Source: an optimization exercise on an open RTL-to-GDS flow (aim: small area, a short achievable clock period and few clock cycles). Production flows keep margins and buffers that such runs may drop.
Function was checked by simulation only, so behaviour that the tests miss may differ from the original.
Power figures rest on the tool's default switching activity, not on a simulated workload.

## red
// rs_parity_enc
module rs_parity_enc (
  input  wire        clk,
  input  wire        rst,        
  input  wire [5:0]  cfg_k,      
  input  wire [4:0]  cfg_m,      
  input  wire        in_valid,
  output wire        in_ready,
  input  wire [15:0] in_data,
  output wire        out_valid,
  input  wire        out_ready,
  output wire [15:0] out_data,
  output wire        out_last
);
clock: 7.0 ns
lec_check: 0
cap_margin: 20
core_margin: 2
core_utilization: 40
setup_slack_margin: 4.0
slew_margin: 20
run.sh (not shown) runs the stock make flow with config.mk's settings and CLKGATE_MAP_FILE= SYNTH_SCRIPT=/design/flow/synth_recipe.tcl, a recipe that flattens the netlist after the stock synthesis.
Testbench counts of red, summed over its fixed seeds: cycles 87,735.
diff inputs: red => blue
# red
export LEC_CHECK = 0
export CAP_MARGIN = 20
export CORE_MARGIN = 2
export CORE_UTILIZATION = 40
export SETUP_SLACK_MARGIN = 4.0
export SLEW_MARGIN = 20
create_clock -name core_clock -period 7.0 [get_ports {clk}]
# blue
export LEC_CHECK = 0
export CAP_MARGIN = 20
export CORE_MARGIN = 2
export CORE_UTILIZATION = 40
export CTS_CLUSTER_DIAMETER = 80
export CTS_CLUSTER_SIZE = 30
export SETUP_SLACK_MARGIN = 4.4
export SLEW_MARGIN = 20
create_clock -name core_clock -period 7.0 [get_ports {clk}]
Results
As far as synthesized cell count goes, red and blue are indistinguishable; the numbers are identical. red and blue ended up with nearly the same worst hold slack. Via count of the first global-routing pass of blue falls short of that of red slightly. The power of red and that of blue are within noise of each other. red and blue ended up with nearly the same register cell area after layout. blue vs red: final standard cell area without fillers up by a few percent. Between red and blue, the flow reports total routed wirelength increasing by a few percent. Diff red -> blue: final cell count higher; core occupancy in the finished layout increased 1.2 points; clock tree skew after final layout level.
Modified inputs, green compared to blue
# blue
export LEC_CHECK = 0
export CAP_MARGIN = 20
export CORE_MARGIN = 2
export CORE_UTILIZATION = 40
export CTS_CLUSTER_DIAMETER = 80
export CTS_CLUSTER_SIZE = 30
export SETUP_SLACK_MARGIN = 4.4
export SLEW_MARGIN = 20
create_clock -name core_clock -period 7.0 [get_ports {clk}]
# green
export LEC_CHECK = 0
export CAP_MARGIN = 20
export CORE_MARGIN = 2
export CORE_UTILIZATION = 50
export SETUP_SLACK_MARGIN = 4.8
export SLEW_MARGIN = 20
create_clock -name core_clock -period 7.0 [get_ports {clk}]
Notes after the runs:
- green: full flow OK, the timing, design-rule and antenna checks passed
- Clock network area share delta for green relative to blue: 0.97 points higher
- Per the comparison of green with blue, pin count of the biggest net entering global routing rose by 3.1%, final cell count rose by 40, number of cells in the design after placement fell by about 5%, critical path data required time fell by 1.87 ns.
- Taking blue over green, the design area ratio works out to 0.852.
- green ended up with od[2] as its origin of the worst setup path; blue ended up with ir_kp[2].
## Diff of input files: orange against green
# green
export LEC_CHECK = 0
export CAP_MARGIN = 20
export CORE_MARGIN = 2
export CORE_UTILIZATION = 50
export SETUP_SLACK_MARGIN = 4.8
export SLEW_MARGIN = 20
create_clock -name core_clock -period 7.0 [get_ports {clk}]
# orange
export LEC_CHECK = 0
export CAP_MARGIN = 20
export CORE_MARGIN = 2
export CORE_UTILIZATION = 40
export CTS_CLUSTER_DIAMETER = 80
export CTS_CLUSTER_SIZE = 30
export SETUP_SLACK_MARGIN = 4.3
export SLEW_MARGIN = 20
create_clock -name core_clock -period 7.0 [get_ports {clk}]
[summary]
Result: PASS for each of orange and green
The higher ratio of routed vias to standard cells of orange and green is in green.
Compared to green, the router laid down less metal wire for orange.
Of the two candidates, green has the worse routed via count and orange the better one.
Looking at part of the total power dissipated in combinational logic, orange sits below green.
Global-route met2 utilization ended up 15 points lower on orange than on green.
Share of the clock period used by the worst path after layout sits higher in orange than in green.
Of orange and green, the run reporting the lower worst path required time was green.
Changes observed in orange relative to green: global-route wire length before repair dropped about 11%; minimum period implied by the final worst setup slack climbed 0.13 ns; share of the final layout cell area in multi-input gates climbed 0.67 points.
Relative to orange, the following input files were edited for purple:
# orange
export LEC_CHECK = 0
export CAP_MARGIN = 20
export CORE_MARGIN = 2
export CORE_UTILIZATION = 40
export CTS_CLUSTER_DIAMETER = 80
export CTS_CLUSTER_SIZE = 30
export SETUP_SLACK_MARGIN = 4.3
export SLEW_MARGIN = 20
create_clock -name core_clock -period 7.0 [get_ports {clk}]
# purple
export LEC_CHECK = 0
export CAP_MARGIN = 20
export CORE_MARGIN = 2
export CORE_UTILIZATION = 40
export SETUP_SLACK_MARGIN = 4.4
export SLEW_MARGIN = 20
create_clock -name core_clock -period 7.0 [get_ports {clk}]
--- outcome ---
purple was carried through to the last stage, and its layout satisfied the timing, design-rule and antenna checks. Critical path depth (higher): orange. Worst setup margin delta for purple relative to orange: 0.055 ns higher. Routed wire length, purple and orange, higher one = purple. In terms of area taken by flip-flops and latches, orange and purple differ only marginally.

[re-timing with driven ports]
Ports are ideal in the flow. The routed layouts listed here were re-timed in OpenROAD. Step 1 (the two cells are an assumption about what drives the block):
set clk [get_ports {clk}]
set_driving_cell -lib_cell sky130_fd_sc_hd__clkbuf_16 $clk
set_driving_cell -lib_cell sky130_fd_sc_hd__buf_2 [delete_from_list [all_inputs] $clk]
Step 2 moves the port delays by t, midway between the first and last clock arrival at a register: inputs arrive t later, outputs are due t later. That takes back most of the time a late clock gives input paths. Slacks: ideal ports / drivers / drivers and shift; pairs: ideal ports / drivers.
| run | t, ns | setup slack, ns | worst setup path at the end | slew at the worst register clock pin (ns) | cell pins on the clock port's net |
|---|---|---|---|---|---|
| red | 0.659 | 4.091 / 4.026 / 3.562 | input to register | 0.06 / 0.06 | 1 |
| blue | 0.656 | 4.391 / 4.384 / 3.821 | input to register | 0.11 / 0.11 | 1 |
| green | 0.665 | 4.431 / 4.366 / 3.899 | input to register | 0.07 / 0.07 | 1 |
| orange | 0.662 | 4.303 / 4.274 / 3.768 | input to register | 0.11 / 0.11 | 1 |
| purple | 0.658 | 4.359 / 4.359 / 3.830 | input to register | 0.07 / 0.07 | 1 |
After both steps every run listed still meets setup and hold. The setup slack of blue, which loses most, moves by -0.007 ns with the drivers and by -0.570 ns with both steps.
